From an optimization exercise on the open Yosys and OpenROAD flow, aimed at small area; shortcuts taken in it are not production practice. Function was checked by simulation only, so behaviour that the tests miss may differ from the original. Power and IR drop assume default switching activity.

$ cat design/flow/config.mk
export PLATFORM = sky130hd
export DESIGN_NAME = weft_rx_lane
export DESIGN_NICKNAME = weft_rx_lane
export VERILOG_FILES = /design/flow/design.v
export SDC_FILE = /design/flow/constraint.sdc
export NUM_CORES = 4
export LEC_CHECK = 0
export CAP_MARGIN = 20
export CORE_MARGIN = 2
export CORE_UTILIZATION = 40
export CTS_BUF_LIST = sky130_fd_sc_hd__clkbuf_4
export PLACE_DENSITY = 0.6
export SLEW_MARGIN = 20
$ cat design/flow/constraint.sdc
create_clock -name core_clock -period 12.0 [get_ports {clk}]
set_input_delay 2.4000 -clock core_clock [delete_from_list [all_inputs] [get_ports {clk}]]
set_output_delay 2.4000 -clock core_clock [all_outputs]
set_load 0.01 [all_outputs]
$ cat design/flow/design.v
module weft_rx_lane (
    input  wire        clk,
    input  wire        rst,
    input  wire        rx_valid,
    input  wire [65:0] rx_word,
    input  wire        align_start,
    output reg         out_valid,
    output reg         out_ctrl,
    output reg  [63:0] out_data,
    output wire [2:0]  lane_state,
    output wire        block_lock,
    output wire        frame_lock,
    output reg  [6:0]  slip_count,
    output reg  [7:0]  align_count,
    output reg  [31:0] align_fail_count,
    output reg  [31:0] code_errors,
    output reg  [23:0] frame_seq,
    output reg  [7:0]  lane_index,
    output reg  [7:0]  lane_role
);
    localparam [7:0] T_FRAMING = 8'h1E;
    localparam [7:0] T_STUFF   = 8'h2D;
    localparam [7:0] T_SOAK    = 8'h33;
    localparam [7:0] T_WAKE    = 8'h4B;
    localparam [7:0] T_LINE    = 8'h55;
    localparam [7:0] T_SEGMENT = 8'h66;
    reg        st_al, st_up, st_ft;
    reg        ph_f1, ph_f2;
    reg [65:0] prev_word;
    reg [6:0]  slip;             
    reg [57:0] scr_hist;         
    reg [9:0]  cnt;              
    reg [1:0]  attempt;          
    reg [23:0] last_seq;         
    reg        frame_miss;       
    reg [62:0] inv_hist;         
    reg [3:0]  inv_cnt;          
    reg        mature;           
    wire [131:0] window = {rx_word, prev_word};
    wire [128:0] sh64 = {window[128:68], slip[6] ? window[131:64] : window[67:0]};
    wire [96:0]  sh32 = slip[5] ? sh64[128:32] : sh64[96:0];
    wire [80:0]  sh16 = slip[4] ? sh32[96:16]  : sh32[80:0];
    wire [72:0]  sh8  = slip[3] ? sh16[80:8]   : sh16[72:0];
    wire [68:0]  sh4  = slip[2] ? sh8[72:4]    : sh8[68:0];
    wire [66:0]  sh2  = slip[1] ? sh4[68:2]    : sh4[66:0];
    wire [65:0]  blk  = slip[0] ? sh2[66:1]    : sh2[65:0];
    wire        hdr_data = ~blk[0] &  blk[1];
    wire        hdr_ctrl =  blk[0] & ~blk[1];
    wire        hdr_ok   =  blk[0] ^  blk[1];
    wire [63:0] scr      = blk[65:2];
    wire [121:0] scr_ext = {scr, scr_hist};
    reg  [63:0]  pay;
    integer i;
    always @(*) begin
        for (i = 0; i < 64; i = i + 1)
            pay[i] = scr_ext[58 + i] ^ scr_ext[19 + i] ^ scr_ext[i];
    end
    wire [7:0]  ctype     = pay[7:0];
    wire [7:0]  f_lane    = pay[15:8];
    wire [23:0] f_seq     = {pay[23:16], pay[31:24], pay[39:32]};
    wire [7:0]  f_role    = pay[47:40];
    wire t_framing  = (ctype == T_FRAMING);
    wire t_deliver  = (ctype == T_SOAK) || (ctype == T_WAKE) ||
                      (ctype == T_LINE) || (ctype == T_SEGMENT);
    wire t_known    = t_framing || (ctype == T_STUFF) || t_deliver;
    wire is_framing = hdr_ctrl & t_framing;
    wire blk_in  = rx_valid & ~align_start;
    wire hunt    = st_al & ~ph_f1 & ~ph_f2;
    wire at63    = (cnt == 10'd63);
    wire [23:0] next_seq = last_seq + 24'd1;
    wire seq_ok  = is_framing & (f_seq == next_seq);
    wire inv        = ~hdr_ok;
    wire win_out    = inv_hist[62] & mature;
    wire loss       = (inv_cnt == 4'd15 && inv) || (at63 && !seq_ok && frame_miss);
    wire f1_fail    = ph_f1 & ~is_framing & at63;
    wire f2_fail    = ph_f2 & at63 & ~seq_ok;
    wire hunt_fail  = hunt & inv & (slip_count == 7'd65);
    wire att_fail   = f1_fail | f2_fail | hunt_fail;
    wire last_att   = attempt[1];
    assign lane_state = {st_ft, st_up, st_al | st_ft};
    assign block_lock = st_up;
    assign frame_lock = st_up;
    always @(posedge clk) begin
        if (rx_valid) begin
            prev_word[65:2] <= rx_word[65:2];
            scr_hist        <= scr[63:6];
            inv_hist        <= {inv_hist[61:0], inv};
        end
    end
    always @(posedge clk) begin
        if (rst)
            prev_word[1:0] <= 2'b00;
        else if (rx_valid)
            prev_word[1:0] <= rx_word[1:0];
    end
    always @(posedge clk) begin
        if (align_start) begin
            cnt     <= 10'd0;
            attempt <= 2'd0;
        end else if (blk_in) begin
            if (hunt) begin
                cnt <= hdr_ok ? cnt + 10'd1 : 10'd0;
            end else if (ph_f1 && is_framing) begin
                cnt <= 10'd64;
            end else if (att_fail || (st_up && loss)) begin
                cnt <= 10'd0;
            end else begin
                cnt <= cnt + 10'd1;
            end
            if (att_fail)
                attempt <= attempt + 2'd1;
            else if (st_up && loss)
                attempt <= 2'd0;
        end
    end
    always @(posedge clk) begin
        if (blk_in) begin
            if (ph_f1 && is_framing)
                last_seq <= f_seq;
            else if (at63)
                last_seq <= next_seq;
            if (ph_f2) begin
                frame_miss <= 1'b0;
                inv_cnt    <= 4'd0;
                mature     <= 1'b0;
            end else begin
                if (at63)
                    frame_miss <= ~seq_ok;
                inv_cnt <= inv_cnt + {3'd0, inv} - {3'd0, win_out};
                if (cnt == 10'd126)
                    mature <= 1'b1;
            end
        end
    end
    always @(posedge clk) begin
        if (rst) begin
            st_al            <= 1'b0;
            st_up            <= 1'b0;
            st_ft            <= 1'b0;
            ph_f1            <= 1'b0;
            ph_f2            <= 1'b0;
            slip             <= 7'd0;
            slip_count       <= 7'd0;
            align_count      <= 8'd0;
            align_fail_count <= 32'd0;
            code_errors      <= 32'd0;
            frame_seq        <= 24'd0;
            lane_index       <= 8'd0;
            lane_role        <= 8'd0;
        end else if (align_start) begin
            st_al       <= 1'b1;
            st_up       <= 1'b0;
            st_ft       <= 1'b0;
            ph_f1       <= 1'b0;
            ph_f2       <= 1'b0;
            slip_count  <= 7'd0;
            align_count <= align_count + 8'd1;
        end else if (blk_in) begin
            if (hunt && inv) begin
                slip       <= (slip == 7'd65) ? 7'd0 : slip + 7'd1;
                slip_count <= (slip_count == 7'd65) ? 7'd0 : slip_count + 7'd1;
            end
            if (hunt && hdr_ok && at63)
                ph_f1 <= 1'b1;
            if (ph_f1 && is_framing) begin
                ph_f1 <= 1'b0;
                ph_f2 <= 1'b1;
            end
            if (att_fail) begin
                ph_f1      <= 1'b0;
                ph_f2      <= 1'b0;
                slip_count <= 7'd0;
                if (last_att) begin
                    st_al            <= 1'b0;
                    st_ft            <= 1'b1;
                    align_fail_count <= align_fail_count + 32'd1;
                end
            end
            if ((ph_f2 | st_up) && at63 && seq_ok) begin
                frame_seq  <= f_seq;
                lane_index <= f_lane;
                lane_role  <= f_role;
            end
            if (ph_f2 && at63 && seq_ok) begin
                ph_f2 <= 1'b0;
                st_al <= 1'b0;
                st_up <= 1'b1;
            end
            if (st_up) begin
                if (inv || (hdr_ctrl && !t_known))
                    code_errors <= code_errors + 32'd1;
                if (loss) begin
                    st_up       <= 1'b0;
                    st_al       <= 1'b1;
                    slip_count  <= 7'd0;
                    align_count <= align_count + 8'd1;
                end
            end
        end
    end
    always @(posedge clk) begin
        if (rst) begin
            out_valid <= 1'b0;
            out_ctrl  <= 1'b0;
            out_data  <= 64'd0;
        end else begin
            out_valid <= blk_in & st_up & (hdr_data | (hdr_ctrl & t_deliver));
            out_ctrl  <= hdr_ctrl;
            out_data  <= pay;
        end
    end
endmodule
$ cat design/flow/run.sh
#!/bin/bash
# synth_recipe.tcl (not shown) runs the flow's synth.tcl, then flattens the netlist and writes it again
# the make line also repeats each setting of config.mk as NAME=value (left out here)
make -C /OpenROAD-flow-scripts/flow DESIGN_CONFIG=/design/flow/config.mk WORK_HOME=/design/flow/orfs CLKGATE_MAP_FILE= SYNTH_SCRIPT=/design/flow/synth_recipe.tcl finish
==> metrics.md, run 1 <==
| Metric | Value |
|---|---|
| Post-Syn Area per Cell | 10.36 sq um |
| Post-synthesis simple-gate area fraction | 16.03% |
| Worst-Margin Slew | 0.9901 ns |
| LEAKAGE | 10.75 nW |
| # fillers | 5,649 |
| Critical path arrival | 8.46 ns |
| Skew final | 0.1072 ns |
| Post-synthesis sequential area ratio | 43.65% |
| Resized cells post-CTS | 0 |
| #FFs+latches synth | 426 |
| Met1 Wirelength | 34,770 um |
| Largest net degree at the start of global routing | 105 |
| Worst-skew pair later-pin latency | 0.95 ns |
| Post-synthesis mux area share | 17.04% |
| Post-DP HPWL | 58,300 um |
| Global-route wire length before repair | 117,800 um |
| Run status | no timing/DRC/antenna violations |
| Post-Syn Nets | 2,449 |
| Clock slew at reported path FFs | 0.06 ns |
| Initial core utilization | 40.46% |
| Main combinational cell family by area after synthesis | multiplexers |
| Setup TNS | 0 ns |
| Buffers on Ports | 259 |
| Met2 wire len | 35,850 um |
| Number of global-route vias before repair | 19.28k |
| CTS tree | yes |
| Main synth FF type | edfxtp_1 |
| Antenna violations before repair | 2 |
| Synth area leader | edfxtp_1 |
| CP Max Fanout | 26 |
| Num CTS Buffers | 113 |
| Adder-cell share of the synthesized area | 0.9512% |
| I/O Pins | 260 |
| Post-route cell area | 0.02916 sq mm |
| Peak VDD IR | 77.27 uV |
| FFs w/ async S/R, synth | 0% |
| Vias per cell | 5.688 |
| Final ANT Viol Nets | 0 |
| Element type at the critical path end | flip-flop |
| DRT Pass-1 Iters | 6 |
| Fin crit share | 63.99% |
| Rows | 90 |
| Power density cells | 130.3 mW/mm^2 |
| Synth Warn # | 1 |
| Area delta synth->final | 19.20% |
| CTS Root Buffer Type | clkbuf_4 |
| Die height | 251.3 um |
| Post-synthesis xor/xnor area fraction | 7.538% |
| Post-Syn Area | 0.02447 sq mm |
| Die area | 0.06316 sq mm |
| Final hold violations | 0 |
| Hold buffers post-CTS | 0 |
| Placer's final routability congestion estimate | 0.9263 |
| Area contributors post-synth | edfxtp_1 26%, dfxtp_1 17%, mux2i_1 6.8%, xnor2_1 4.8%, mux4_2 4.5% |
| Die width | 251.3 um |
| CP Class | in -> reg |
| Finished Core Util | 48.23% |
| Synth unique cells | 93 |
| DRC | 0 |
| Fraction of layout cells with a size suffix above 1 | 14.82% |
| Starting DRC count in detailed routing | 1,769 |
| Core region area | 0.06047 sq mm |
| Post-CTS Setup Repair Bufs | 0 |
| Post-synth EDFFs | 215 |
| Tightest Hold Check Type | reg -> reg |
| Final nets | 2,708 |
| Routed len/inst | 22.07 um |
| Max-cap violation count | 0 |
| Critical Path RT | 12.79 ns |
| Met3 wire length | 4692 um |
| Gr usage total | 24.11% |
| Unrepaired setup endpoints after global routing | no |
| Vias | 19.94k |
| Final Critical Period | 7.679 ns |
| Count leader, synth | nor2_1 |
| Placed cell areas | 0.02760 sq mm |
| Cells after Synth | 2,361 |
| Synth top cells by count | 228 x nor2_1, 215 x edfxtp_1, 211 x dfxtp_1 |
| Fmax | 0.1302 GHz |
| Highest routed layer | met4 |
| # clock sinks | 426 |
| Endpoints failing setup | 0 |
| Fin. max-slew vios | 0 |
| Startpoint class of the critical path | input pin |
| Top cell type's share of synthesized area | 26.39% |
| Max-slew headroom | 32.28% |
| GR Overflow Total | 0 |
| Synth Area in Compound Gates | 11.31% |
| H-tree Lvls | 3 |
| Clock Path Buffers | 3 |
| Total wire length | 77,380 um |
## through the flow
step                std cells  total power, mW  worst slack, ns  hold slack, ns
CTS                      3500            3.852            4.476          0.3714
global route             3506            3.980            4.048          0.4066
floorplan                2361            2.147            4.985          0.4003
detailed placement       3286            2.493            3.478          0.4045
global placement         3286            2.484            3.634          0.4015
finish                   3506            3.800            4.321          0.3710
## per-layer routing
layer / global-route usage, % / vias to the layer above
li1: - / 9289
met1: 33.41 / 9761
met2: 38.50 / 766
met3: 4.080 / 126
met4: 7.432 / 0
met5: 0 / -
## flip-flops by register name, summed over array words and instances (netlist names), 2 cells and up
name and flops:
out_data 64, align_fail_count 32, attempt 2, lane_role 8
code_errors 32, lane_index 8, inv_cnt 4, cnt 10
last_seq 24, align_count 8, slip_count 7, frame_seq 24
prev_word 66, inv_hist 63, slip 7, scr_hist 58
## worst paths after layout
| check | startpoint | to | slack, ns | cells past startpoint |
|---|---|---|---|---|
| max | rx_word[12] | align_count[7]$_SDFFE_PP0P_ | 4.32 | 14 |
| max reg2reg | slip[5]$_SDFFE_PP0P_ | align_count[7]$_SDFFE_PP0P_ | 4.72 | 14 |
| min | inv_hist[1]$_DFFE_PP_ | inv_hist[2]$_DFFE_PP_ | 0.37 | 0 |
| min reg2reg | inv_hist[1]$_DFFE_PP_ | inv_hist[2]$_DFFE_PP_ | 0.37 | 0 |
## cells by family after synthesis
logic type | count (synthesis)
AOI/OAI and AO/OA | 407
xor gates and xnor gates | 208
adders and majority gates | 18
buffers and inverters | 196
DFF | 426
muxes | 333
and+or+nand+nor | 773
## critical path, stage by stage
cell	delay (ns)
clkdlybuf4s50_1	0.49
mux2_2	0.32
mux4_2	0.60
a2111oi_0	0.93
nor3_1	0.18
nor4_4	0.49
xnor2_1	0.26
nor3_1	0.28
nand4bb_1	0.33
nor3b_1	0.43
nand4_4	0.39
a21boi_0	0.88
nor3_1	0.16
mux2_2	0.30
## cells in the final DEF, fill, tap and decap left out, drive strengths merged, types with 18 or more instances in the layout
cell	n
o21ai	86
nor2	228
nand4	29
a21oi	95
clkbuf	158
nand3	73
o22ai	30
nor2b	68
xor2	70
mux4	49
or3	40
mux2	119
nand2	134
a211oi	18
edfxtp	215
and3	26
buf	30
mux2i	165
xnor2	138
nor4	21
nand2b	35
clkinv	53
and2	28
clkdlybuf4s50	257
dfxtp	211
o211ai	31
inv	53
nor3	35
## final cells by class
cell class	count	area [sq um]	area share, %
Clock inverter	56	351.6	1.206
Multi-Input combinational cell	1739	12940	44.38
Clock buffer	158	1186	4.067
Inverter	53	198.9	0.6821
Tap cell	782	978.4	3.355
Antenna cell	5	12.51	0.04290
Sequential cell	426	10690	36.65
Timing Repair Buffer	287	2805	9.619
## report_power, final
group          leakage [nW]  internal [mW]  switching [mW]
registers              3.80           1.64          0.0500
logic                  6.05          0.324           0.447
clock network         0.905          0.688           0.646
total                  10.8           2.66            1.14
==> inputs of run 2 (changes only) <==
--- a/design/flow/config.mk
+++ b/design/flow/config.mk
@@ -8,6 +8,5 @@
 export CAP_MARGIN = 20
 export CORE_MARGIN = 2
 export CORE_UTILIZATION = 40
-export CTS_BUF_LIST = sky130_fd_sc_hd__clkbuf_4
 export PLACE_DENSITY = 0.6
 export SLEW_MARGIN = 20
==> run 2 against run 1 <==
  * Register-to-register slack lost 0.02 ns
  * Utilization increased by 0.052 points
  * Still clean
  * Combinational power hardly changed
  * Via count fell by 2.1%
  * Largest power group unchanged
  * Total power increased by 3.5%
  * Sequential share of layout area about the same
  * Sequential power is essentially flat
==> metrics.md, run 2 <==
| Metric | Value |
|---|---|
| Post-synth EDFFs | 215 |
| #FFs+latches synth | 426 |
| Max FFs per register | 66 |
| DRC | 0 |
| LEAKAGE | 10.61 nW |
| Area contributors post-synth | edfxtp_1 26%, dfxtp_1 17%, mux2i_1 6.8%, xnor2_1 4.8%, mux4_2 4.5% |
| Fin. max-slew vios | 0 |
| Synth area leader | edfxtp_1 |
| Hold Path Depth | 0 |
| Biggest regs | prev_word: 66 flops, out_data: 64 flops, inv_hist: 63 flops |
| Main combinational cell family by area after synthesis | multiplexers |
| Max-slew headroom | 33.07% |
| Power density cells | 134.7 mW/mm^2 |
| FFs w/ async S/R, synth | 0% |
| H-tree Lvls | 2 |
| Worst-Margin Slew | 1.004 ns |
| Num CTS Buffers | 47 |
| Placer's final routability congestion estimate | 0.9263 |
| Synth Area in Compound Gates | 11.31% |
| Buffers on Ports | 259 |
| Most common cell after layout, fill and taps aside | clkdlybuf4s50_1 |
| Synth unique cells | 93 |
| Post-synthesis xor/xnor area fraction | 7.538% |
| Reg2reg path depth | 14 |
| Fin crit share | 66.25% |
| Gr usage total | 23.77% |
| Antenna cell count | 0 |
| GR Overflow Total | 0 |
| Hold buffers post-CTS | 0 |
| Final nets | 2,642 |
| Max-cap violation count | 0 |
| Clock slew at reported path FFs | 0.06 ns |
| Global-route wire length before repair | 116,500 um |
| Critical Path End | align_count[7]$_SDFFE_PP0P_ |
| DRT Pass-1 Iters | 6 |
| Most frequent cells in the layout | 257 x clkdlybuf4s50_1, 228 x nor2_1, 215 x edfxtp_1 |
| Vias per cell | 5.786 |
| # clock sinks | 426 |
| Number of global-route vias before repair | 18.67k |
| Post-synthesis mux area share | 17.04% |
| Fraction of layout cells with a size suffix above 1 | 11.46% |
| Peak VDD IR | 112.2 uV |
| CP Class | in -> reg |
| Worst Setup SP | rx_word[12] |
| Clock Path Buffers | 3 |
| Core region area | 0.06047 sq mm |
| Reg2Reg Capture Point | align_count[7]$_SDFFE_PP0P_ |
| Vias | 19.52k |
| Post-synthesis sequential area ratio | 43.65% |
| Post-DP HPWL | 58,300 um |
| Die area | 0.06316 sq mm |
| WHS | 0.4035 ns |
| Fmax | 0.1258 GHz |
| Starting DRC count in detailed routing | 1,844 |
| Biggest register | prev_word |
| Adder-cell share of the synthesized area | 0.9512% |
| Element type at the critical path end | flip-flop |
| # fillers | 5,578 |
| CTS Root Buffer Type | clkbuf_16 |
| Top cell type's share of synthesized area | 26.39% |
| Tightest Hold Check Type | reg -> reg |
| Routed len/inst | 22.76 um |
| Synth Warn # | 1 |
| R2R setup slack | 4.70 ns |
| Power Total | 3.933 mW |
| Post-Syn Nets | 2,449 |
| Final Critical Period | 7.950 ns |
| Largest net degree at the start of global routing | 105 |
| Startpoint class of the critical path | input pin |
| Die width | 251.3 um |
| Setup TNS | 0 ns |
| Critical path arrival | 8.43 ns |
| Synth top cells by count | 228 x nor2_1, 215 x edfxtp_1, 211 x dfxtp_1 |
| Total wire length | 76,760 um |
| Count leader, synth | nor2_1 |
| Placed Cells | 3,286 |
| I/O Pins | 260 |
| Critical Path RT | 12.48 ns |
| Worst-skew pair later-pin latency | 0.61 ns |
| Endpoints failing setup | 0 |
| Final ANT Viol Nets | 0 |
| Initial core utilization | 40.46% |
| Cells after Synth | 2,361 |
| Skew final | 0.04498 ns |
| CP Max Fanout | 26 |
| Run status | no timing/DRC/antenna violations |
| Final hold violations | 0 |
| Area delta synth->final | 19.32% |
| Rows | 90 |
| Unrepaired setup endpoints after global routing | no |
| Post-CTS Setup Repair Bufs | 0 |
| Post-Syn Area per Cell | 10.36 sq um |
| Main synth FF type | edfxtp_1 |
| Post-Syn Area | 0.02447 sq mm |
| Non-Filler Instances | 3,373 |
| Resized cells post-CTS | 0 |
| RR Startpoint | slip[6]$_SDFFE_PP0P_ |
| Post-synthesis simple-gate area fraction | 16.03% |
| CTS tree | yes |
| Die height | 251.3 um |
| Antenna violations before repair | 1 |
## run 2: cell counts after synthesis
Identical to the previous run, type by type.
## run 2: through the flow
stage / setup slack (ns) / util [%] / area [sq um]
global route: 3.664 / 48.28 / 29200
CTS: 4.095 / 48.26 / 29190
global placement: 3.634 / 45.65 / 27600
finish: 4.050 / 48.28 / 29200
floorplan: 4.985 / - / 24470
detailed placement: 3.478 / 45.65 / 27600
## run 2: worst max-delay path, cell delays in order
cell and delay (ns):
clkdlybuf4s50_1 0.48, mux2_2 0.32, mux4_2 0.60, a2111oi_0 0.91
nor3_1 0.18, nor4_4 0.50, xnor2_1 0.27, nor3_1 0.29
nand4bb_1 0.32, nor3b_1 0.44, nand4_4 0.38, a21boi_0 0.88
nor3_1 0.16, mux2_2 0.30
## run 2: routing by layer
| metal | track usage [%] | up-vias | part of all wire (%) |
|---|---|---|---|
| met5 | 0 | - | 0 |
| met4 | 6.786 | 0 | 2.5 |
| met3 | 3.075 | 108 | 5.9 |
| met2 | 38.12 | 726 | 46 |
| met1 | 33.63 | 9595 | 46 |
| li1 | - | 9087 | - |
## run 2: kinds of logic after synthesis
family	after synthesis
multiplexers	333
AO/OA/AOI/OAI	407
AND/OR/NAND/NOR	773
buffers and inverters	196
XOR/XNOR	208
flip-flops	426
adder cells (fa/ha/maj)	18
## run 2: how the worst min path moves through the flow
stage / slack, ns / start / endpoint
final: 0.40 / inv_hist[13]$_DFFE_PP_ / inv_hist[14]$_DFFE_PP_
after global routing: 0.43 / inv_hist[53]$_DFFE_PP_ / inv_hist[54]$_DFFE_PP_
after CTS: 0.41 / inv_hist[61]$_DFFE_PP_ / inv_hist[62]$_DFFE_PP_
after detailed placement: 0.40 / inv_hist[4]$_DFFE_PP_ / inv_hist[5]$_DFFE_PP_
after global placement: 0.40 / inv_hist[11]$_DFFE_PP_ / inv_hist[12]$_DFFE_PP_
after floorplan: 0.40 / inv_hist[9]$_DFFE_PP_ / inv_hist[10]$_DFFE_PP_
## run 2: cell type report
cell class,count,area (sq um),share of cell area (%)
repair buffers,287,2805,9.608
multi-input cells,1739,12940,44.33
inverters,53,198.9,0.6814
flip-flops and latches,426,10690,36.61
clock buffers,61,1334,4.568
clock inverters,25,247.7,0.8485
well taps,782,978.4,3.351
## run 2: power breakdown
group	switching [mW]	internal (mW)	total (mW)	leakage, nW
Clock	0.614	0.854	1.47	0.766
Sequential	0.0498	1.65	1.70	3.80
Combinational	0.445	0.324	0.769	6.05
Total	1.11	2.82	3.93	10.6
==> inputs of run 3 (changes only) <==
==> design/flow/flow/run.sh (new file) <==
#!/bin/bash
# Standard layout, but the port buffers use the smallest buffer cell.
set -euo pipefail
export BUFFER_PORTS_ARGS="-buffer_cell sky130_fd_sc_hd__buf_1"
bash standard.sh > flow.log 2>&1
==> design/flow/standard.sh (new file) <==
#!/bin/bash
# synth_recipe.tcl (not shown) runs the flow's synth.tcl, then flattens the netlist and writes it again
# the make line also repeats each setting of config.mk as NAME=value (left out here)
make -C /OpenROAD-flow-scripts/flow DESIGN_CONFIG=/design/flow/config.mk WORK_HOME=/design/flow/orfs CLKGATE_MAP_FILE= SYNTH_SCRIPT=/design/flow/synth_recipe.tcl "${@:-finish}"
--- a/design/flow/config.mk
+++ b/design/flow/config.mk
@@ -8,5 +8,6 @@
 export CAP_MARGIN = 20
 export CORE_MARGIN = 2
 export CORE_UTILIZATION = 40
+export CTS_BUF_LIST = sky130_fd_sc_hd__clkbuf_4
 export PLACE_DENSITY = 0.6
 export SLEW_MARGIN = 20
removed: design/flow/run.sh
==> run 3 against run 2 <==
  * Global-route usage up 0.43 points
  * Total power is 5.9% lower
  * Largest power group unchanged
  * Critical endpoint is now align_fail_count[31]$_SDFFE_PP0P_
  * Area after synthesis did not move
  * Critical path depth rose by 1
  * Sequential cell count stayed put
  * Hold slack worse by 0.033 ns
==> metrics.md, run 3 <==
| Metric | Value |
|---|---|
| Endpoints failing setup | 0 |
| Synth top cells by count | 228 x nor2_1, 215 x edfxtp_1, 211 x dfxtp_1 |
| Most common cell after layout, fill and taps aside | buf_1 |
| LEAKAGE | 10.12 nW |
| Max stage delay on crit path | 0.82 ns |
| Count leader, synth | nor2_1 |
| DRT Pass-1 Iters | 6 |
| R2R setup slack | 4.63 ns |
| RR Startpoint | slip[5]$_SDFFE_PP0P_ |
| Unrepaired setup endpoints after global routing | no |
| # clock sinks | 426 |
| Final hold violations | 0 |
| Hold buffers post-CTS | 0 |
| Non-Filler Instances | 3,498 |
| Rows | 90 |
| Max-cap violation count | 0 |
| Final ANT Viol Nets | 0 |
| Antenna violations before repair | 2 |
| Biggest regs | prev_word: 66 flops, out_data: 64 flops, inv_hist: 63 flops |
| I/O Pins | 260 |
| Final Critical Period | 7.366 ns |
| Final WS setup | 4.634 ns |
| CTS tree | yes |
| Reg2reg path depth | 15 |
| Initial core utilization | 40.46% |
| Post-synth EDFFs | 215 |
| Final nets | 2,710 |
| Comb pwr share | 18.9% |
| Core region area | 0.06047 sq mm |
| H-tree Lvls | 3 |
| Post-Syn Area per Cell | 10.36 sq um |
| Setup TNS | 0 ns |
| Biggest register | prev_word |
| Post-Syn Nets | 2,449 |
| CTS Root Buffer Type | clkbuf_4 |
| Startpoint class of the critical path | flip-flop |
| Synth unique cells | 93 |
| Die area | 0.06316 sq mm |
| Buffers on Ports | 259 |
| Gr usage total | 24.20% |
| Post-synthesis sequential area ratio | 43.65% |
| Hold worst-path end | inv_hist[7]$_DFFE_PP_ |
| #FFs+latches synth | 426 |
| Clock Power Share | 35.3% |
| Critical Path RT | 12.77 ns |
| Fraction of layout cells with a size suffix above 1 | 15.15% |
| Top cell type's share of synthesized area | 26.39% |
| Resized cells post-CTS | 0 |
| Hold_sp | inv_hist[6]$_DFFE_PP_ |
| Slowest CP cell | a41oi_4 |
| Fmax | 0.1358 GHz |
| Pre-CTS setup slack | 3.897 ns |
| Routed len/inst | 22.28 um |
| Area delta synth->final | 12.44% |
| Crit-path cells | buf_4 > buf_4 > mux2_2 > mux4_2 > a2111oi_1 > nor4_1 > or4_1 > xnor2_2 > nand4b_1 > nand4bb_1 > nor3b_1 > nand4_4 > a41oi_4 > nor4_1 > mux2_1 |
| Max-slew headroom | 30.06% |
| Worst Setup SP | slip[5]$_SDFFE_PP0P_ |
| Reg2Reg Capture Point | align_fail_count[31]$_SDFFE_PP0P_ |
| Critical path arrival | 8.14 ns |
| Cell-internal power | 2.573 mW |
| Post-DP HPWL | 58,000 um |
| Placed Cells | 3,285 |
| Starting DRC count in detailed routing | 1,691 |
| Clock Path Buffers | 3 |
| Flop pwr share | 45.8% |
| CP Max Fanout | 66 |
| Largest net degree at the start of global routing | 180 |
| Post-CTS Setup Repair Bufs | 0 |
| GR Overflow Total | 0 |
| Most frequent cells in the layout | 257 x buf_1, 228 x nor2_1, 215 x edfxtp_1 |
| Sw Share | 30.51% |
| Placer's final routability congestion estimate | 0.9713 |
| Worst-Margin Slew | 1.023 ns |
| Run status | no timing/DRC/antenna violations |
| Area contributors post-synth | edfxtp_1 26%, dfxtp_1 17%, mux2i_1 6.8%, xnor2_1 4.8%, mux4_2 4.5% |
| Element type at the critical path end | flip-flop |
| Skew final | 0.09037 ns |
| Global-route wire length before repair | 118,200 um |
| DRC | 0 |
| Num CTS Buffers | 116 |
| Net Switching | 1.130 mW |
| Peak VDD IR | 69.17 uV |
| Finished Core Util | 45.50% |
| Main synth FF type | edfxtp_1 |
| Total wire length | 77,950 um |
| Die width | 251.3 um |
| Vias | 20.00k |
| Synth area leader | edfxtp_1 |
| FFs w/ async S/R, synth | 0% |
| Vias per cell | 5.718 |
| Hold Path Depth | 0 |
| Post-Syn Area | 0.02447 sq mm |
| Fin. max-slew vios | 0 |
| CP Class | reg -> reg |
| Fin crit share | 61.38% |
| Power density cells | 134.6 mW/mm^2 |
| Worst-skew pair later-pin latency | 0.91 ns |
| Cells after Synth | 2,361 |
| Number of global-route vias before repair | 19.31k |
| Clock slew at reported path FFs | 0.07 ns |
| Die height | 251.3 um |
| Max FFs per register | 66 |
| Synth Warn # | 1 |
| Tightest Hold Check Type | reg -> reg |
## run 3: power groups by stage
stage | clock network (mW) | logic [mW] | registers (mW)
global placement | 0 | 0.686 | 1.72
detailed placement | 0 | 0.694 | 1.73
CTS | 1.36 | 0.697 | 1.70
global route | 1.43 | 0.750 | 1.70
finish | 1.31 | 0.700 | 1.70
floorplan | 0 | 0.413 | 1.73
## run 3: logic make-up after synthesis
family                   after synthesis  share of synthesized area [%]
XOR/XNOR                             208                          7.538
flip-flops                           426                          43.65
AND/OR/NAND/NOR                      773                          16.03
multiplexers                         333                          17.04
adder cells (fa/ha/maj)               18                         0.9512
AO/OA/AOI/OAI                        407                          11.31
buffers and inverters                196                          3.477
## run 3: worst max-delay path by stage
stage | end | slack, ns | cells after the start
finish | align_fail_count[31]$_SDFFE_PP0P_ | 4.63 | 15
global route | align_fail_count[25]$_SDFFE_PP0P_ | 4.39 | 14
CTS | align_count[7]$_SDFFE_PP0P_ | 4.73 | 15
detailed placement | frame_seq[13]$_SDFFE_PP0P_ | 3.90 | 13
global placement | frame_seq[13]$_SDFFE_PP0P_ | 4.13 | 13
floorplan | last_seq[0]$_DFFE_PP_ | 4.99 | 13
## run 3: cell type report
| type | instances | area, sq um |
|---|---|---|
| inverter | 53 | 198.9 |
| antenna | 3 | 7.507 |
| sequential | 426 | 10690 |
| multi-input combinational | 1739 | 12940 |
| clock inverter | 32 | 171.4 |
| timing repair buffer | 286 | 1195 |
| clock buffer | 177 | 1329 |
| fill | 5769 | 32960 |
| tap | 782 | 978.4 |
## run 3: metrics by stage
stage	total power, mW	hold slack [ns]	cell area, sq um
CTS	3.749	0.3606	27490
finish	3.702	0.3709	27510
global route	3.888	0.3787	27510
floorplan	2.147	0.4003	24470
global placement	2.411	0.4028	25990
detailed placement	2.422	0.4045	25990
## run 3: layer usage
layer  share of wire (%)  track usage (%)  up-vias
met4                 2.3            7.177        2
met3                 7.0            4.639      123
li1                    -                -     9282
met2                  46            38.08      763
met5               0.014                0        -
met1                  45            33.77     9830
## run 3: critical path: cells and delay by family, from the launching register on
family / cells / cell delay [ns]
AO/OA/AOI/OAI: 2 / 1.52
flip-flops: 1 / 0.36
multiplexers: 3 / 1.32
buffers and inverters: 2 / 1.30
XOR/XNOR: 1 / 0.29
AND/OR/NAND/NOR: 7 / 2.37
==> inputs of run 4 (changes only) <==
==> design/flow/flow/run.sh (replaced) <==
#!/bin/bash
# Standard layout with two changes that only affect cell area:
#  1. after the standard synthesis, the combinational logic between the
#     (untouched) registers is re-mapped with an area-oriented ABC script;
#  2. the port buffers use the smallest buffer cell.
# Each tool's output goes to its own log in this folder.
set -euo pipefail
export BUFFER_PORTS_ARGS="-buffer_cell sky130_fd_sc_hd__buf_1"
R=orfs/results/$FLOW_PLATFORM/weft_rx_lane/base
bash standard.sh synth > synth.log 2>&1
cp $R/1_2_yosys.v std_synth.v
yosys -c flow/resynth.tcl > resynth.log 2>&1
cp resynth.v $R/1_2_yosys.v
rm -f $R/1_synth.odb
bash standard.sh > layout.log 2>&1
==> design/flow/flow/dont_use.txt (new file) <==
sky130_fd_sc_hd__lpflow_bleeder_1
sky130_fd_sc_hd__lpflow_clkbufkapwr_1
sky130_fd_sc_hd__lpflow_clkbufkapwr_16
sky130_fd_sc_hd__lpflow_clkbufkapwr_2
sky130_fd_sc_hd__lpflow_clkbufkapwr_4
sky130_fd_sc_hd__lpflow_clkbufkapwr_8
sky130_fd_sc_hd__lpflow_clkinvkapwr_1
sky130_fd_sc_hd__lpflow_clkinvkapwr_16
sky130_fd_sc_hd__lpflow_clkinvkapwr_2
sky130_fd_sc_hd__lpflow_clkinvkapwr_4
sky130_fd_sc_hd__lpflow_clkinvkapwr_8
sky130_fd_sc_hd__lpflow_decapkapwr_12
sky130_fd_sc_hd__lpflow_decapkapwr_3
sky130_fd_sc_hd__lpflow_decapkapwr_4
sky130_fd_sc_hd__lpflow_decapkapwr_6
sky130_fd_sc_hd__lpflow_decapkapwr_8
sky130_fd_sc_hd__lpflow_inputiso0n_1
sky130_fd_sc_hd__lpflow_inputiso0p_1
sky130_fd_sc_hd__lpflow_inputiso1n_1
sky130_fd_sc_hd__lpflow_inputiso1p_1
sky130_fd_sc_hd__lpflow_inputisolatch_1
sky130_fd_sc_hd__lpflow_isobufsrc_1
sky130_fd_sc_hd__lpflow_isobufsrc_16
sky130_fd_sc_hd__lpflow_isobufsrc_2
sky130_fd_sc_hd__lpflow_isobufsrc_4
sky130_fd_sc_hd__lpflow_isobufsrc_8
sky130_fd_sc_hd__lpflow_isobufsrckapwr_16
sky130_fd_sc_hd__lpflow_lsbuf_lh_hl_isowell_tap_1
sky130_fd_sc_hd__lpflow_lsbuf_lh_hl_isowell_tap_2
sky130_fd_sc_hd__lpflow_lsbuf_lh_hl_isowell_tap_4
sky130_fd_sc_hd__lpflow_lsbuf_lh_isowell_4
sky130_fd_sc_hd__lpflow_lsbuf_lh_isowell_tap_1
sky130_fd_sc_hd__lpflow_lsbuf_lh_isowell_tap_2
sky130_fd_sc_hd__lpflow_lsbuf_lh_isowell_tap_4
sky130_fd_sc_hd__probe_p_8
sky130_fd_sc_hd__probec_p_8
==> design/flow/flow/resynth.tcl (new file) <==
# Re-map the combinational logic of the standard synthesis for area.
# Registers are kept as black boxes, so their instances and names stay.
yosys -import
set lib $::env(FLOW_HOME)/platforms/$::env(FLOW_PLATFORM)/lib/sky130_fd_sc_hd__tt_025C_1v80.lib
set du {}
set f [open flow/dont_use.txt]
foreach c [split [read $f] "\n"] { if {$c ne ""} { lappend du -dont_use $c } }
close $f
read_liberty -ignore_miss_func $lib
setattr -mod -set keep_hierarchy 1 sky130_fd_sc_hd__*df* sky130_fd_sc_hd__*dl* sky130_fd_sc_hd__conb_1
read_verilog std_synth.v
hierarchy -top $::env(FLOW_TOP)
flatten
yosys rename -hide w:*.*
opt_clean -purge
abc -liberty $lib {*}$du -script "+strash; dch; amap; topo" $::env(FLOW_TOP)
opt_clean -purge
hilomap -singleton -hicell sky130_fd_sc_hd__conb_1 HI -locell sky130_fd_sc_hd__conb_1 LO
insbuf -buf sky130_fd_sc_hd__buf_1 A X
opt_clean -purge
select $::env(FLOW_TOP)
tee -o resynth_after.txt stat -liberty $lib
check $::env(FLOW_TOP)
write_verilog -noattr -nohex -nodec -selected resynth.v
--- a/design/flow/config.mk
+++ b/design/flow/config.mk
@@ -8,6 +8,5 @@
 export CAP_MARGIN = 20
 export CORE_MARGIN = 2
 export CORE_UTILIZATION = 40
-export CTS_BUF_LIST = sky130_fd_sc_hd__clkbuf_4
 export PLACE_DENSITY = 0.6
 export SLEW_MARGIN = 20
==> run 4 against run 3 <==
  * Still clean
  * Maximum frequency shrank 25%
  * Synthesized cell count shrank 5.6%
  * Total power shrank 2.4%
  * Die area shrank 17%
  * Global-route usage grew 3.0 points
  * Wire length shrank 5.6%
  * Cell count shrank 6.3%
  * Hold slack gained 0.042 ns
  * Highest routed layer is now met4
==> metrics.md, run 4 <==
| Metric | Value |
|---|---|
| Run status | no timing/DRC/antenna violations |
| Peak VDD IR | 118.8 uV |
| H-tree Lvls | 2 |
| Starting DRC count in detailed routing | 2,342 |
| GRT Max-Usage Layer | met2 |
| Endpoints failing setup | 0 |
| Most frequent cells in the layout | 398 x nor2_1, 321 x o22ai_1, 257 x buf_1 |
| Unrepaired setup endpoints after global routing | no |
| Vias per cell | 6.114 |
| Biggest regs | prev_word: 66 flops, out_data: 64 flops, inv_hist: 63 flops |
| Largest net degree at the start of global routing | 76 |
| CP Class | in -> reg |
| Fmax | 0.1021 GHz |
| LEAKAGE | 7.724 nW |
| Routed len/inst | 22.44 um |
| Slowest CP cell | a2111oi_0 |
| Most common cell after layout, fill and taps aside | nor2_1 |
| Max stage delay on crit path | 1.01 ns |
| Critical path arrival | 10.29 ns |
| Die width | 229.4 um |
| Clock Path Buffers | 3 |
| Die area | 0.05261 sq mm |
| GR Overflow Total | 0 |
| Met1 GRT Util | 39.35% |
| Placed cell areas | 0.02239 sq mm |
| Multi-input logic area | 0.008884 sq mm |
| Biggest register | prev_word |
| Post-CTS Setup Repair Bufs | 0 |
| Antenna cell count | 0 |
| Pre-CTS setup slack | 2.003 ns |
| Antenna violations before repair | 0 |
| Post-Syn Area | 0.02032 sq mm |
| # fillers | 4,842 |
| Vias | 20.04k |
| Total wire length | 73,570 um |
| DRC | 0 |
| CTS tree | yes |
| Worst-Margin Slew | 1.169 ns |
| Net Switching | 0.9860 mW |
| Post-route cell area | 0.02404 sq mm |
| Skew final | 0.02929 ns |
| CTS Root Buffer Type | clkbuf_16 |
| Hold buffers post-CTS | 0 |
| Final WS setup | 2.201 ns |
| CP Max Fanout | 4 |
| Global-route wire length before repair | 111,600 um |
| Rows | 82 |
| Power density cells | 150.3 mW/mm^2 |
| Hold_sp | inv_hist[6]$_DFFE_PP_ |
| Post-Syn Nets | 2,298 |
| Clock slew at reported path FFs | 0.06 ns |
| Cell-internal power | 2.627 mW |
| Fin. max-slew vios | 0 |
| Fraction of layout cells with a size suffix above 1 | 4.413% |
| Reg2reg path depth | 25 |
| Flop pwr share | 45.7% |
| Most used cell, CP | nor2_1 |
| Num CTS Buffers | 47 |
| Met3 Usage GRT | 4.320% |
| Max-slew headroom | 21.24% |
| Resized cells post-CTS | 0 |
| Final nets | 2,637 |
| Gr usage total | 27.15% |
| Met2 usage | 41.84% |
| Max-cap violation count | 0 |
| Fin crit share | 81.65% |
| Worst-skew pair later-pin latency | 0.60 ns |
| Max FFs per register | 66 |
| Comb pwr share | 13.1% |
| RR Startpoint | slip[5]$_SDFFE_PP0P_ |
| Final Critical Period | 9.799 ns |
| Cells after Synth | 2,228 |
| I/O Pins | 260 |
| Clock Power Share | 41.2% |
| Worst path bufs/invs | 4 |
| Reg2Reg Capture Point | align_count[7]$_SDFFE_PP0P_ |
| # clock sinks | 426 |
| Area delta synth->final | 18.30% |
| Initial core utilization | 40.50% |
| Startpoint class of the critical path | input pin |
| Post-DP HPWL | 53,780 um |
| Hold Path Depth | 0 |
| Finished Core Util | 47.91% |
| Sw Share | 27.29% |
| DRT Pass-1 Iters | 6 |
| Tightest Hold Check Type | reg -> reg |
| Final ANT Viol Nets | 0 |
| Power Total | 3.613 mW |
| R2R setup slack | 2.44 ns |
| Core region area | 0.05017 sq mm |
| CP top delay family | compound AO/OA/AOI/OAI gates |
| Crit-path cells | buf_1 > o22ai_1 > o32a_1 > o221ai_1 > a2111oi_0 > a21oi_1 > a221oi_1 > clkinv_1 > nor2_1 > a21oi_1 > or4_1 > nor3_1 > clkinv_1 > nor4_1 > clkinv_1 > a31oi_1 > nor2_1 > nor2_1 > nor2_1 > and2_0 > and3_1 > a211oi_1 |
| Setup TNS | 0 ns |
| Critical Path RT | 12.49 ns |
| Buffers on Ports | 259 |
| Reg area | 0.01068 sq mm |
| Synth Warn # | 1 |
| Element type at the critical path end | flip-flop |
| Post-Syn Area per Cell | 9.119 sq um |
| Placer's final routability congestion estimate | 0.9604 |
| Hold worst-path end | inv_hist[7]$_DFFE_PP_ |
| Number of global-route vias before repair | 18.24k |
| Final hold violations | 0 |
| Die height | 229.4 um |
-- run 4: cell types whose count changed in the layout (fill, tap and decap cells not counted), moves of 53 or more --
cell | before | now
clkinv_1 | 25 | 204
mux2i_1 | 165 | 0
nor2_1 | 228 | 398
clkbuf_4 | 180 | 2
clkbuf_16 | 0 | 53
xnor2_1 | 135 | 0
xor2_1 | 70 | 1
nor3_1 | 35 | 92
o22ai_1 | 30 | 321
mux2_2 | 77 | 0
-- run 4: final cells by class --
class,instances,share of cell area (%)
clock buffers,70,5.950
clock inverters,18,0.7236
inverters,201,3.139
multi-input cells,1597,36.96
flip-flops and latches,426,44.45
well taps,672,3.498
repair buffers,294,5.284
-- run 4: power by group through the flow --
stage | Combinational, mW | Clock (mW) | Sequential (mW)
after floorplan | 0.251 | 0 | 1.69
after global placement | 0.461 | 0 | 1.68
after global routing | 0.511 | 1.58 | 1.66
final | 0.473 | 1.49 | 1.65
after detailed placement | 0.462 | 0 | 1.68
after CTS | 0.464 | 1.52 | 1.65
-- run 4: how the worst max path moves through the flow --
stage | from | endpoint | slack (ns) | depth (start not counted)
after floorplan | slip[5]$_SDFFE_PP0P_ | last_seq[0]$_DFFE_PP_ | 1.51 | 15
after global placement | rx_word[26] | align_count[7]$_SDFFE_PP0P_ | 2.07 | 22
after detailed placement | rx_word[26] | align_count[7]$_SDFFE_PP0P_ | 2.00 | 22
after CTS | rx_word[26] | align_count[7]$_SDFFE_PP0P_ | 2.56 | 22
after global routing | rx_word[7] | align_count[7]$_SDFFE_PP0P_ | 1.77 | 25
final | rx_word[26] | align_count[7]$_SDFFE_PP0P_ | 2.20 | 22
-- run 4: worst register-to-register path: stages, from the launching register on --
cell and delay (ns):
dfxtp_2 0.32, buf_4 0.34, nor2_1 0.69, clkinv_1 0.90, o22ai_1 0.43, nand2_1 0.10, o221ai_1 0.19, o21ai_0 0.21
o221ai_1 0.64, o22ai_1 0.15, a221oi_1 0.77, clkinv_1 0.28, nor2_1 0.16, a21oi_1 0.14, or4_1 0.66, nor3_1 0.48
clkinv_1 0.33, nor4_1 0.86, clkinv_1 0.29, a31oi_1 0.41, nor2_1 0.12, nor2_1 0.23, nor2_1 0.12, and2_0 0.21
and3_1 0.21, a211oi_1 0.24
-- run 4: per-stage QoR --
stage                     hold slack (ns)  instances
after global placement             0.4012       3188
final                              0.4126       3278
after CTS                          0.4141       3276
after detailed placement           0.4045       3188
after global routing               0.4207       3278
after floorplan                    0.4003       2228
-- run 4: per-layer routing --
metal | up-vias | part of all wire, %
li1 | 9334 | -
met3 | 130 | 8.2
met1 | 9564 | 45
met5 | - | 0
met4 | 0 | 2.7
met2 | 1015 | 44
==> inputs of run 5 (changes only) <==
--- a/design/flow/config.mk
+++ b/design/flow/config.mk
@@ -8,5 +8,7 @@
 export CAP_MARGIN = 20
 export CORE_MARGIN = 2
 export CORE_UTILIZATION = 40
+export CTS_CLUSTER_DIAMETER = 100
+export CTS_CLUSTER_SIZE = 30
 export PLACE_DENSITY = 0.6
 export SLEW_MARGIN = 20
==> run 5 against run 4 <==
  * Sequential share of layout area is 1.9 points higher
  * Register-to-register slack about the same
  * Cell count decreased by 1.6%
  * Maximum frequency up 0.49%
  * First-iteration DRC count is 1.5% lower
  * Critical endpoint unchanged
  * Largest cell class unchanged
  * Total power shrank 18%
  * Largest power group unchanged
  * Still clean
  * Combinational power is essentially flat
==> metrics.md, run 5 <==
| Metric | Value |
|---|---|
| Run status | no timing/DRC/antenna violations |
| Worst-skew pair later-pin latency | 0.57 ns |
| Starting DRC count in detailed routing | 2,306 |
| Final ANT Viol Nets | 0 |
| Gr usage total | 26.63% |
| Met3 Usage GRT | 3.374% |
| Endpoints failing setup | 0 |
| Clock slew at reported path FFs | 0.11 ns |
| GRT Max-Usage Layer | met2 |
| Fraction of layout cells with a size suffix above 1 | 2.743% |
| # clock sinks | 426 |
| Reg2reg path depth | 25 |
| Vias per cell | 6.121 |
| Max-cap violation count | 0 |
| Biggest register | prev_word |
| Final hold violations | 0 |
| Total wire length | 72,630 um |
| DRT Pass-1 Iters | 8 |
| Fin crit share | 81.25% |
| Finished Core Util | 45.95% |
| RR Startpoint | slip[5]$_SDFFE_PP0P_ |
| H-tree Lvls | 1 |
| Met1 GRT Util | 39.19% |
| Post-route cell area | 0.02305 sq mm |
| Global-route wire length before repair | 110,100 um |
| Critical Path RT | 12.48 ns |
| Unrepaired setup endpoints after global routing | no |
| Final Critical Period | 9.750 ns |
| Setup TNS | 0 ns |
| Power density cells | 128.8 mW/mm^2 |
| Synth Warn # | 1 |
| Resized cells post-CTS | 0 |
| Initial core utilization | 40.50% |
| Core region area | 0.05017 sq mm |
| Element type at the critical path end | flip-flop |
| Worst-Margin Slew | 1.129 ns |
| CP Class | in -> reg |
| Startpoint class of the critical path | input pin |
| Die height | 229.4 um |
| Hold buffers post-CTS | 0 |
| Antenna cell count | 0 |
| CTS tree | yes |
| Clock Path Buffers | 3 |
| Post-CTS Setup Repair Bufs | 0 |
| Post-Syn Area per Cell | 9.119 sq um |
| Die width | 229.4 um |
| Hold_sp | inv_hist[38]$_DFFE_PP_ |
| CTS Root Buffer Type | clkbuf_16 |
| Rows | 82 |
| Biggest regs | prev_word: 66 flops, out_data: 64 flops, inv_hist: 63 flops |
| Placer's final routability congestion estimate | 0.9604 |
| Skew final | 0.02891 ns |
| Fmax | 0.1026 GHz |
| Area delta synth->final | 13.47% |
| Most common cell after layout, fill and taps aside | nor2_1 |
| R2R setup slack | 2.43 ns |
| Peak VDD IR | 157.4 uV |
| Antenna violations before repair | 0 |
| Max FFs per register | 66 |
| Num CTS Buffers | 20 |
| Tightest Hold Check Type | reg -> reg |
| Post-DP HPWL | 53,780 um |
| Largest net degree at the start of global routing | 76 |
| LEAKAGE | 7.235 nW |
| Most frequent cells in the layout | 398 x nor2_1, 321 x o22ai_1, 257 x buf_1 |
| Fin. max-slew vios | 0 |
| Post-Syn Area | 0.02032 sq mm |
| Hold Path Depth | 0 |
| CP Max Fanout | 4 |
| Buffers on Ports | 259 |
| Die area | 0.05261 sq mm |
| Cells after Synth | 2,228 |
| Hold worst-path end | inv_hist[39]$_DFFE_PP_ |
| Worst Setup SP | rx_word[26] |
| GR Overflow Total | 0 |
| Max-slew headroom | 24.57% |
| Routed len/inst | 22.53 um |
| Vias | 19.73k |
| Post-Syn Nets | 2,298 |
| I/O Pins | 260 |
| Final nets | 2,608 |
| Reg2Reg Capture Point | align_count[7]$_SDFFE_PP0P_ |
| DRC | 0 |
| Critical path arrival | 10.23 ns |
| Met2 usage | 41.70% |
| Placed cell areas | 0.02239 sq mm |
| Number of global-route vias before repair | 17.91k |
run 5: where the power goes:
| group | leakage (nW) | total, mW | internal, mW | switching, mW |
|---|---|---|---|---|
| Clock | 0.317 | 0.848 | 0.346 | 0.502 |
| Sequential | 3.80 | 1.65 | 1.61 | 0.0347 |
| Combinational | 3.12 | 0.472 | 0.134 | 0.338 |
run 5: worst max-delay path by stage:
stage	slack (ns)	end
3_3_place_gp	2.07	align_count[7]$_SDFFE_PP0P_
3_5_place_dp	2.00	align_count[7]$_SDFFE_PP0P_
2_1_floorplan	1.51	last_seq[0]$_DFFE_PP_
6_report	2.25	align_count[7]$_SDFFE_PP0P_
5_1_grt	1.81	align_count[7]$_SDFFE_PP0P_
4_1_cts	2.54	align_count[7]$_SDFFE_PP0P_
run 5: layout make-up:
type	instances	area (sq um)
Fill cell	4907	27120
Sequential cell	426	10680
Multi-Input combinational cell	1597	8886
Timing Repair Buffer	292	1227
Tap cell	672	840.8
Inverter	201	754.5
Clock buffer	29	555.5
Clock inverter	7	106.4
run 5: worst max-delay path: stages:
cell       delay, ns
buf_1           0.13
o22ai_1         0.35
o32a_1          0.20
o221ai_1        0.21
a2111oi_0       0.98
a21oi_1         0.33
a221oi_1        0.86
clkinv_1        0.28
nor2_1          0.16
a21oi_1         0.14
or4_1           0.65
nor3_1          0.47
clkinv_1        0.35
nor4_1          0.89
clkinv_1        0.29
a31oi_1         0.40
nor2_1          0.12
nor2_1          0.22
nor2_1          0.12
and2_0          0.21
and3_1          0.21
a211oi_1        0.24
run 5: routing by layer:
layer,up-vias,wire length (um)
met4,0,1899
li1,9242,-
met2,1039,32270
met3,104,6084
met5,-,0
met1,9348,32380
run 5: through the flow:
stage	power, mW	hold slack (ns)	worst slack (ns)	instances
after floorplan	1.938	0.4003	1.509	2228
after global placement	2.141	0.4012	2.070	3188
after detailed placement	2.144	0.4045	2.003	3188
after CTS	2.982	0.4307	2.538	3224
after global routing	3.088	0.4389	1.811	3224
final	2.969	0.4272	2.250	3224
==> inputs of run 6 (changes only) <==
==> design/flow/config.mk (replaced) <==
export PLATFORM = sky130hd
export DESIGN_NAME = weft_rx_lane
export DESIGN_NICKNAME = weft_rx_lane
export VERILOG_FILES = /design/flow/design.v
export SDC_FILE = /design/flow/constraint.sdc
export NUM_CORES = 4
export LEC_CHECK = 0
export CAP_MARGIN = 0
export CORE_MARGIN = 2
export CORE_UTILIZATION = 40
export CTS_CLUSTER_DIAMETER = 100
export CTS_CLUSTER_SIZE = 25
export PLACE_DENSITY = 0.6
export SLEW_MARGIN = 0
==> run 6 against run 5 <==
  * Worst setup slack got worse by 0.075 ns
  * Critical path depth unchanged
  * Critical endpoint unchanged
  * Still clean
  * Clock-buffer cell count increased by 6
  * Largest power group unchanged
==> metrics.md, run 6 <==
| Metric | Value |
|---|---|
| Post-Syn Nets | 2,298 |
| Synth Warn # | 1 |
| Skew final | 0.02821 ns |
| Die area | 0.05261 sq mm |
| Fin crit share | 81.87% |
| Hold buffers post-CTS | 0 |
| Largest net degree at the start of global routing | 76 |
| GR Overflow Total | 0 |
| Most frequent cells in the layout | 398 x nor2_1, 321 x o22ai_1, 257 x buf_1 |
| Gr usage total | 26.73% |
| Final Critical Period | 9.825 ns |
| CP Max Fanout | 4 |
| Cell-internal power | 2.120 mW |
| Reg2reg path depth | 25 |
| Cells after Synth | 2,228 |
| Clock slew at reported path FFs | 0.10 ns |
| # fillers | 4,910 |
| Startpoint class of the critical path | input pin |
| Placer's final routability congestion estimate | 0.9604 |
| Core region area | 0.05017 sq mm |
| Biggest register | prev_word |
| Hold Path Depth | 0 |
| Fin. max-slew vios | 0 |
| Initial core utilization | 40.50% |
| Power density cells | 129.4 mW/mm^2 |
| RR Startpoint | slip[5]$_SDFFE_PP0P_ |
| Post-CTS Setup Repair Bufs | 0 |
| Worst-skew pair later-pin latency | 0.57 ns |
| Num CTS Buffers | 22 |
| Comb pwr share | 15.8% |
| Placed cell areas | 0.02239 sq mm |
| Antenna violations before repair | 0 |
| CTS Root Buffer Type | clkbuf_16 |
| Setup TNS | 0 ns |
| Fmax | 0.1018 GHz |
| Final ANT Viol Nets | 0 |
| Most common cell after layout, fill and taps aside | nor2_1 |
| Hold worst-path end | inv_hist[47]$_DFFE_PP_ |
| Peak VDD IR | 150.0 uV |
| LEAKAGE | 7.248 nW |
| Reg area | 0.01068 sq mm |
| Number of global-route vias before repair | 17.96k |
| Resized cells post-CTS | 0 |
| Flop pwr share | 55.3% |
| Multi-input logic area | 0.008884 sq mm |
| Worst-Margin Slew | 1.217 ns |
| Post-DP HPWL | 53,780 um |
| # clock sinks | 426 |
| Fraction of layout cells with a size suffix above 1 | 2.700% |
| R2R setup slack | 2.55 ns |
| CTS tree | yes |
| Max-slew headroom | 18.68% |
| Run status | no timing/DRC/antenna violations |
| Vias per cell | 6.116 |
| Endpoints failing setup | 0 |
| Post-Syn Area per Cell | 9.119 sq um |
| Unrepaired setup endpoints after global routing | no |
| Die width | 229.4 um |
| WHS | 0.4251 ns |
| Critical Path RT | 12.47 ns |
| Net Switching | 0.8645 mW |
| Rows | 82 |
| Starting DRC count in detailed routing | 2,430 |
| Placed Cells | 3,188 |
| H-tree Lvls | 1 |
| Total wire length | 72,630 um |
| Tightest Hold Check Type | reg -> reg |
| Global-route wire length before repair | 110,500 um |
| DRT Pass-1 Iters | 7 |
| DRC | 0 |
| Max FFs per register | 66 |
| Area delta synth->final | 13.54% |
| Non-Filler Instances | 3,228 |
| Biggest regs | prev_word: 66 flops, out_data: 64 flops, inv_hist: 63 flops |
| Buffers on Ports | 259 |
| Antenna cell count | 0 |
| Sw Share | 28.96% |
| Reg2Reg Capture Point | align_count[7]$_SDFFE_PP0P_ |
| Clock Path Buffers | 3 |
| I/O Pins | 260 |
| CP Class | in -> reg |
| Clock Power Share | 29.0% |
| Critical path arrival | 10.30 ns |
| Element type at the critical path end | flip-flop |
| Final hold violations | 0 |
| Hold_sp | inv_hist[46]$_DFFE_PP_ |
| Post-Syn Area | 0.02032 sq mm |
| Final nets | 2,610 |
| Max-cap violation count | 0 |
| Routed len/inst | 22.50 um |
| Vias | 19.74k |
| Die height | 229.4 um |
| Post-route cell area | 0.02307 sq mm |
==> run 6: layout make-up <==
| cell class | count | area share, % |
|---|---|---|
| clock buffer | 35 | 2.690 |
| clock inverter | 5 | 0.2549 |
| inverter | 201 | 3.271 |
| multi-input combinational | 1597 | 38.51 |
| sequential | 426 | 46.31 |
| tap | 672 | 3.645 |
| timing repair buffer | 292 | 5.321 |
==> run 6: stage by stage <==
stage	util (%)	setup WS (ns)	power, mW
after floorplan	-	1.509	1.938
after global placement	44.63	2.070	2.141
after detailed placement	44.63	2.003	2.144
after CTS	45.98	2.535	3.004
after global routing	45.98	1.806	3.109
final	45.98	2.175	2.985
==> run 6: worst max-delay path by stage <==
stage | from | endpoint | depth (start not counted) | slack [ns]
after global routing | rx_word[7] | align_count[7]$_SDFFE_PP0P_ | 25 | 1.81
final | rx_word[26] | align_count[7]$_SDFFE_PP0P_ | 22 | 2.18
after detailed placement | rx_word[26] | align_count[7]$_SDFFE_PP0P_ | 22 | 2.00
after global placement | rx_word[26] | align_count[7]$_SDFFE_PP0P_ | 22 | 2.07
after CTS | rx_word[26] | align_count[7]$_SDFFE_PP0P_ | 22 | 2.54
after floorplan | slip[5]$_SDFFE_PP0P_ | last_seq[0]$_DFFE_PP_ | 15 | 1.51
==> run 6: worst max-delay path: stages <==
cell and delay, ns:
buf_1 0.13, o22ai_1 0.37, o32a_1 0.20, o221ai_1 0.22, a2111oi_0 1.08, a21oi_1 0.38, a221oi_1 0.87, clkinv_1 0.27
nor2_1 0.16, a21oi_1 0.14, or4_1 0.65, nor3_1 0.45, clkinv_1 0.32, nor4_1 0.85, clkinv_1 0.29, a31oi_1 0.40
nor2_1 0.12, nor2_1 0.22, nor2_1 0.11, and2_0 0.21, and3_1 0.21, a211oi_1 0.23
==> run 6: per-layer routing <==
| metal | share of wire [%] | track usage, % |
|---|---|---|
| met4 | 2.7 | 6.453 |
| met3 | 8.0 | 3.461 |
| met2 | 45 | 41.82 |
| met1 | 45 | 39.21 |
| met5 | 0 | 0 |
==> run 6: power groups by stage <==
stage	registers [mW]	clock network, mW	logic, mW
final	1.65	0.864	0.471
after global routing	1.66	0.940	0.511
after CTS	1.65	0.891	0.464
after detailed placement	1.68	0	0.462
after global placement	1.68	0	0.461
after floorplan	1.69	0	0.251
==> inputs of run 7 (changes only) <==
--- a/design/flow/flow/resynth.tcl
+++ b/design/flow/flow/resynth.tcl
@@ -13,7 +13,7 @@
 flatten
 yosys rename -hide w:*.*
 opt_clean -purge
-abc -liberty $lib {*}$du -script "+strash; dch; amap; topo" $::env(FLOW_TOP)
+abc -liberty $lib {*}$du -script "+strash; dch; amap -F 10 -A 50; topo" $::env(FLOW_TOP)
 opt_clean -purge
 hilomap -singleton -hicell sky130_fd_sc_hd__conb_1 HI -locell sky130_fd_sc_hd__conb_1 LO
 insbuf -buf sky130_fd_sc_hd__buf_1 A X
--- a/design/flow/config.mk
+++ b/design/flow/config.mk
@@ -5,10 +5,11 @@
 export SDC_FILE = /design/flow/constraint.sdc
 export NUM_CORES = 4
 export LEC_CHECK = 0
-export CAP_MARGIN = 0
+export CAP_MARGIN = 20
 export CORE_MARGIN = 2
 export CORE_UTILIZATION = 40
 export CTS_CLUSTER_DIAMETER = 100
 export CTS_CLUSTER_SIZE = 25
+export GPL_TIMING_DRIVEN = 0
 export PLACE_DENSITY = 0.6
-export SLEW_MARGIN = 0
+export SLEW_MARGIN = 20
==> run 7 against run 6 <==
  * Clock-buffer cell count stayed put
  * Sequential power hardly changed
  * Worst setup slack worse by 1.1 ns
  * Critical path depth is 3 higher
  * Die area is 1.4% lower
  * Global-route usage is 1.4 points lower
  * Via count is 3.3% lower
  * Register-to-register slack worse by 1.5 ns
  * Largest power group unchanged
==> metrics.md, run 7 <==
| Metric | Value |
|---|---|
| Starting DRC count in detailed routing | 2,573 |
| Fmax | 0.09174 GHz |
| Post-Syn Nets | 2,182 |
| Post-DP HPWL | 51,120 um |
| Peak VDD IR | 106.4 uV |
| Fin crit share | 90.84% |
| Hold_sp | inv_hist[21]$_DFFE_PP_ |
| GRT Max-Usage Layer | met2 |
| Die area | 0.05189 sq mm |
| Clock slew at reported path FFs | 0.10 ns |
| Met2 usage | 39.91% |
| Num CTS Buffers | 22 |
| Clock Path Buffers | 3 |
| Comb pwr share | 15.5% |
| CP Max Fanout | 40 |
| # clock sinks | 426 |
| H-tree Lvls | 1 |
| Skew final | 0.02828 ns |
| Number of global-route vias before repair | 17.56k |
| WHS | 0.4145 ns |
| Worst-skew pair later-pin latency | 0.58 ns |
| Tightest Hold Check Type | reg -> reg |
| Net Switching | 0.8490 mW |
| Max-cap violation count | 0 |
| Critical Path RT | 12.47 ns |
| Flop pwr share | 55.4% |
| R2R setup slack | 1.10 ns |
| Reg2Reg Capture Point | align_count[7]$_SDFFE_PP0P_ |
| Run status | no timing/DRC/antenna violations |
| Resized cells post-CTS | 0 |
| LEAKAGE | 7.295 nW |
| Non-Filler Instances | 3,102 |
| Placed Cells | 3,062 |
| Max-slew headroom | 21.29% |
| Fraction of layout cells with a size suffix above 1 | 3.292% |
| Final hold violations | 0 |
| CTS tree | yes |
| RR Startpoint | slip[4]$_SDFFE_PP0P_ |
| Critical path arrival | 11.37 ns |
| Vias | 19.10k |
| Hold Path Depth | 0 |
| Cells after Synth | 2,112 |
| DRT Pass-1 Iters | 12 |
| Hold buffers post-CTS | 0 |
| Placer's final routability congestion estimate | 1.007 |
| Final WS setup | 1.099 ns |
| Core region area | 0.04976 sq mm |
| Element type at the critical path end | flip-flop |
| Post-CTS Setup Repair Bufs | 0 |
| Fin. max-slew vios | 0 |
| Reg area | 0.01069 sq mm |
| DRC | 0 |
| CTS Root Buffer Type | clkbuf_16 |
| Multi-input logic area | 0.008622 sq mm |
| Met3 Usage GRT | 3.950% |
| Most frequent cells in the layout | 286 x nor2_1, 261 x buf_1, 240 x o22ai_1 |
| Sw Share | 28.47% |
| Power Total | 2.982 mW |
| Final ANT Viol Nets | 0 |
| Power density cells | 129.6 mW/mm^2 |
| Hold worst-path end | inv_hist[22]$_DFFE_PP_ |
| # fillers | 4,788 |
| Rows | 82 |
| Most common cell after layout, fill and taps aside | nor2_1 |
| Unrepaired setup endpoints after global routing | no |
| Antenna violations before repair | 0 |
| Clock Power Share | 29.2% |
| Final nets | 2,485 |
| GR Overflow Total | 0 |
| Startpoint class of the critical path | flip-flop |
| Gr usage total | 25.38% |
| Global-route wire length before repair | 104,600 um |
| Reg2reg path depth | 25 |
| Die height | 227.8 um |
| Post-Syn Area | 0.02003 sq mm |
| Antenna cell count | 0 |
| Area delta synth->final | 14.87% |
| Buffers on Ports | 259 |
| Worst-Margin Slew | 1.181 ns |
| Pre-CTS setup slack | 1.478 ns |
| Biggest regs | prev_word: 66 flops, out_data: 64 flops, inv_hist: 63 flops |
| Total wire length | 68,670 um |
| Initial core utilization | 40.26% |
| Die width | 227.8 um |
| Final Critical Period | 10.90 ns |
| CP Class | reg -> reg |
| Vias per cell | 6.158 |
| Max FFs per register | 66 |
| Largest net degree at the start of global routing | 66 |
| Cell-internal power | 2.133 mW |
| Routed len/inst | 22.14 um |
| Post-Syn Area per Cell | 9.486 sq um |
| Synth Warn # | 1 |
| Biggest register | prev_word |
| Met1 GRT Util | 35.63% |
| Endpoints failing setup | 0 |
| I/O Pins | 260 |
-- run 7: cell types whose count changed in the layout (fill, tap and decap cells not counted), sizes merged, moves of 8 or more --
| cell | previous run | this run |
|---|---|---|
| nor2 | 401 | 299 |
| o22ai | 321 | 240 |
| a222oi | 3 | 66 |
| o21ai | 136 | 180 |
| nor3 | 92 | 62 |
| xor2 | 1 | 23 |
| a211oi | 54 | 34 |
| o22a | 36 | 21 |
| a22o | 40 | 54 |
| o221ai | 43 | 29 |
| clkinv | 201 | 211 |
| a221oi | 27 | 36 |
| nand2 | 107 | 115 |
| nand3 | 26 | 18 |
-- run 7: worst max path at each step --
stage / from / endpoint / slack (ns) / cells after the start
2_1_floorplan: slip[5]$_SDFFE_PP0P_ / last_seq[0]$_DFFE_PP_ / 0.99 / 17
3_5_place_dp: slip[4]$_SDFFE_PP0P_ / align_count[7]$_SDFFE_PP0P_ / 1.48 / 25
4_1_cts: slip[4]$_SDFFE_PP0P_ / align_count[7]$_SDFFE_PP0P_ / 1.43 / 25
6_report: slip[4]$_SDFFE_PP0P_ / align_count[7]$_SDFFE_PP0P_ / 1.10 / 25
3_3_place_gp: rx_valid / frame_seq[4]$_SDFFE_PP0P_ / -7.01 / 9
5_1_grt: slip[4]$_SDFFE_PP0P_ / code_errors[25]$_SDFFE_PP0P_ / 0.60 / 33
-- run 7: metrics by stage --
stage | cell area [sq um] | setup TNS, ns | utilization [%]
floorplan | 20030 | 0 | -
global placement | 21850 | -882.85 | 43.91
detailed placement | 22300 | 0 | 44.82
CTS | 23000 | 0 | 46.22
global route | 23010 | 0 | 46.25
finish | 23010 | 0 | 46.25
-- run 7: routing by layer --
metal	up-vias	share of wire, %
li1	8917	-
met1	8976	43
met2	1035	44
met3	173	8.7
met4	0	3.9
met5	-	0
-- run 7: layout make-up --
cell class	count	share of cell area [%]
buffer	4	0.06524
clock buffer	35	2.789
clock inverter	4	0.2501
inverter	211	3.469
multi-input combinational	1471	37.47
sequential	426	46.46
tap	672	3.654
timing repair buffer	279	5.850
-- run 7: critical path: stages, from the launching register on --
cell and delay [ns]:
dfxtp_2 0.91, clkinv_1 0.98, nor2_2 1.06, clkinv_1 0.86, o221ai_1 0.63, clkinv_1 0.16, a222oi_1 0.33, o21ai_0 0.25
o21ai_0 0.39, a222oi_1 0.26, o21ai_0 0.74, a21oi_1 0.18, or3_1 0.32, or3_1 0.29, or3_1 0.29, or4_1 0.44
nor4_2 0.76, clkinv_1 0.42, a41oi_1 0.35, nor2_1 0.10, nor2_1 0.25, nor3b_1 0.13, and2_0 0.23, and3_1 0.21
o21ai_0 0.16, a21oi_1 0.06
-- run 7: power by group through the flow --
stage / Combinational, mW / Clock [mW] / Sequential (mW)
after floorplan: 0.241 / 0 / 1.69
after global placement: 0.436 / 0 / 1.69
after detailed placement: 0.450 / 0 / 1.68
after CTS: 0.452 / 0.896 / 1.65
after global routing: 0.498 / 0.948 / 1.66
final: 0.461 / 0.870 / 1.65

==> static timing again, ports no longer ideal <==
Ports are ideal in the flow. The routed layouts listed here were re-timed in OpenROAD.
Step 1 (the two cells are an assumption about what drives the block):
set clk [get_ports {clk}]
set_driving_cell -lib_cell sky130_fd_sc_hd__clkbuf_16 $clk
set_driving_cell -lib_cell sky130_fd_sc_hd__buf_2 [delete_from_list [all_inputs] $clk]
Step 2 also shifts input and output timing later by t, the mid clock arrival at the registers, as if the neighbouring blocks saw the same clock.
a / b / c = ideal ports / drivers / drivers and shift; a / b = the first two.
| run | t, ns | setup slack, ns | worst setup path after step 2 | worst slew at a driven data input, ns |
|---|---|---|---|---|
| run 1 | 0.952 | 4.321 / 4.351 / 3.400 | input to register | 0.06 |
| run 2 | 0.641 | 4.050 / 4.080 / 3.439 | input to register | 0.06 |
| run 3 | 0.917 | 4.634 / 4.634 / 3.774 | input to register | 0.07 |
| run 4 | 0.645 | 2.201 / 2.244 / 1.600 | input to register | 0.05 |
| run 5 | 0.611 | 2.250 / 2.288 / 1.678 | input to register | 0.05 |
| run 6 | 0.615 | 2.175 / 2.217 / 1.602 | input to register | 0.05 |
| run 7 | 0.625 | 1.099 / 1.099 / 1.099 | register to register | 0.05 |
After both steps setup and hold are still met in every run listed. For run 1, which loses most, drivers alone change the setup slack by +0.030 ns; drivers and shift together by -0.921 ns.
